Background: an optimization exercise with open tools, aiming at small area, a short achievable clock period and few clock cycles per item. Do not read the settings as production practice. The RTL was checked by simulation tests, not by an equivalence proof against the original design. Power and IR drop assume default switching activity.

## run A
// cmd_env_check
module cmd_env_check (
    input  wire        clk,
    input  wire        rst,             
    input  wire        in_valid,
    output wire        in_ready,
    input  wire [31:0] in_data,
    input  wire        in_last,
    input  wire [31:0] conn_id,         
    input  wire [47:0] bus_counter,     
    output reg         res_valid,
    output reg  [2:0]  res_code,        
    output reg  [2:0]  res_cv,          
    output wire [15:0] res_epoch,       
    output wire        res_epoch_set    
);
For scale: ~2000 cells after synthesis.
clock: 8.0 ns
lec_check: 0
abc_clock_period_in_ps: 3000
cap_margin: 20
core_margin: 2
core_utilization: 55
cts_buf_list: sky130_fd_sc_hd__clkbuf_4 sky130_fd_sc_hd__clkbuf_8
place_density: 0.75
setup_slack_margin: 5.0
slew_margin: 20
standard.sh (not shown) runs the stock make flow with config.mk's settings and CLKGATE_MAP_FILE= SYNTH_SCRIPT=/design/flow/synth_recipe.tcl, a recipe that flattens the netlist after the stock synthesis.
==> flow/flow/run.sh <==
#!/bin/bash
# The standard layout, except that the ports are buffered with
# sky130_fd_sc_hd__buf_1 (the resizer sizes them up where timing needs it)
# instead of the delay buffer buffer_ports picks by default.
set -euo pipefail
export BUFFER_PORTS_ARGS="-buffer_cell sky130_fd_sc_hd__buf_1"
bash standard.sh > standard.log 2>&1
Run A completed every stage of the flow, and the final layout passed the timing, design-rule and antenna checks.
Testbench counts of run A, summed over its fixed seeds: cycles 128,720, envelopes 3,200.
Modified inputs, run B compared to run A
# run A
export LEC_CHECK = 0
export ABC_CLOCK_PERIOD_IN_PS = 3000
export CAP_MARGIN = 20
export CORE_MARGIN = 2
export CORE_UTILIZATION = 55
export CTS_BUF_LIST = sky130_fd_sc_hd__clkbuf_4 sky130_fd_sc_hd__clkbuf_8
export PLACE_DENSITY = 0.75
export SETUP_SLACK_MARGIN = 5.0
export SLEW_MARGIN = 20
create_clock -name core_clock -period 8.0 [get_ports {clk}]
# run B
export LEC_CHECK = 0
export ABC_CLOCK_PERIOD_IN_PS = 3000
export CAP_MARGIN = 20
export CORE_MARGIN = 2
export CORE_UTILIZATION = 40
export CTS_BUF_LIST = sky130_fd_sc_hd__clkbuf_16
export CTS_CLUSTER_DIAMETER = 150
export CTS_CLUSTER_SIZE = 30
export PLACE_DENSITY = 0.6
export SETUP_SLACK_MARGIN = 5.0
export SLEW_MARGIN = 20
create_clock -name core_clock -period 8.0 [get_ports {clk}]
Findings:
The final layout from run B, which completed every stage, passed the timing, design-rule and antenna checks at the end of the flow.
Re routing usage on met3: run B is 2.9 points down on run A.
The lower growth of design area from synthesis to finish of run B and run A is in run B.
[run B] net switching power fell about 8% relative to run A
Compared with run A, power consumption in run B decreased by more than 10%.
Higher wire length on met2 goes to run B over run A.
> inputs changed (run B -> run C)
# run B
export LEC_CHECK = 0
export ABC_CLOCK_PERIOD_IN_PS = 3000
export CAP_MARGIN = 20
export CORE_MARGIN = 2
export CORE_UTILIZATION = 40
export CTS_BUF_LIST = sky130_fd_sc_hd__clkbuf_16
export CTS_CLUSTER_DIAMETER = 150
export CTS_CLUSTER_SIZE = 30
export PLACE_DENSITY = 0.6
export SETUP_SLACK_MARGIN = 5.0
export SLEW_MARGIN = 20
create_clock -name core_clock -period 8.0 [get_ports {clk}]
# run C
export LEC_CHECK = 0
export ABC_CLOCK_PERIOD_IN_PS = 3000
export CAP_MARGIN = 20
export CORE_MARGIN = 2
export CORE_UTILIZATION = 40
export CTS_BUF_LIST = sky130_fd_sc_hd__clkbuf_4 sky130_fd_sc_hd__clkbuf_8
export PLACE_DENSITY = 0.6
export SETUP_SLACK_MARGIN = 4.5
export SLEW_MARGIN = 20
create_clock -name core_clock -period 8.0 [get_ports {clk}]
Notes after the runs:
- Run C against run B: area of the die saw little to no change, portion of total power attributed to the clock network saw an increase, inserted tap cell count saw little to no change, register-to-register slack saw a decrease.
- Against run B, run C reports a final weighted congestion of routability-driven global placement that is higher.
- Run C vs run B: first-pass GRT wire length up
- Run C vs run B, total power went up by 11%.
- Summary of run C over run B: minimum hold slack down 0.014 ns, setup slack down 0.35 ns.
- Run B vs run C, startpoint of the most critical setup path: in_data[18] vs in_data[6]
What run D does differently from run C at the input level:
# run C
export LEC_CHECK = 0
export ABC_CLOCK_PERIOD_IN_PS = 3000
export CAP_MARGIN = 20
export CORE_MARGIN = 2
export CORE_UTILIZATION = 40
export CTS_BUF_LIST = sky130_fd_sc_hd__clkbuf_4 sky130_fd_sc_hd__clkbuf_8
export PLACE_DENSITY = 0.6
export SETUP_SLACK_MARGIN = 4.5
export SLEW_MARGIN = 20
create_clock -name core_clock -period 8.0 [get_ports {clk}]
# run D
export LEC_CHECK = 0
export ABC_CLOCK_PERIOD_IN_PS = 3000
export CAP_MARGIN = 20
export CORE_MARGIN = 2
export CORE_UTILIZATION = 40
export CTS_BUF_LIST = sky130_fd_sc_hd__clkbuf_4 sky130_fd_sc_hd__clkbuf_8
export PLACE_DENSITY = 0.6
export SETUP_SLACK_MARGIN = 5.0
export SLEW_MARGIN = 20
create_clock -name core_clock -period 8.0 [get_ports {clk}]
==> flow/run.sh (new file) <==
#!/bin/bash
# synth_recipe.tcl (not shown) runs the flow's synth.tcl, then flattens the netlist and writes it again
# the make line also repeats each setting of config.mk as NAME=value (left out here)
make -C /OpenROAD-flow-scripts/flow DESIGN_CONFIG=/design/flow/config.mk WORK_HOME=/design/flow/orfs CLKGATE_MAP_FILE= SYNTH_SCRIPT=/design/flow/synth_recipe.tcl finish
removed: flow/flow/run.sh
removed: flow/standard.sh
==> comparison <==
- Run D against run C: flip-flop and latch count after synthesis shows no meaningful change, power per standard cell area -4.2%, achievable frequency rose 0.025 GHz, final area went up by about 12%.
- Comparing run C against run D, there is no change at all in area used by sequential logic in the layout.
- Worst slew margin relative to its limit is lower on run C
- Wire length per cell: run D > run C
- Comparing run D and run C, the lower synthesis-to-layout area growth was measured on run C.
- Run D and run C ended up with roughly the same multi-input combinational gate total.
- Against run C, run D comes in 3 higher on critical path depth.

[separate check: timing with driven ports]
The flow's constraints put no driver on any port. The routed layouts listed below were extracted and timed again, unchanged, in two steps. Step 1 assumes that a clkbuf_16 drives the clock port and a buf_2 every other input. Step 2, shift: input delay + t, output delay - t, t = (earliest + latest rising clock arrival at the registers) / 2. This alone moves slack from input paths to output paths. Slacks: ideal ports / drivers / drivers and shift; pairs: ideal ports / drivers.
run | t, ns | setup WS [ns] | hold WS [ns] | latest minus earliest clock arrival (ns)
run A | 0.696 | 4.927 / 4.951 / 4.256 | 0.466 / 0.466 / 0.466 | 0.023 / 0.023
run B | 0.593 | 4.926 / 4.956 / 4.363 | 0.481 / 0.481 / 0.481 | 0.040 / 0.040
run C | 0.701 | 4.576 / 4.606 / 3.905 | 0.467 / 0.467 / 0.467 | 0.046 / 0.046
run D | 0.690 | 4.843 / 4.874 / 4.184 | 0.467 / 0.467 / 0.467 | 0.034 / 0.034
After both steps setup and hold are still met in every run listed.
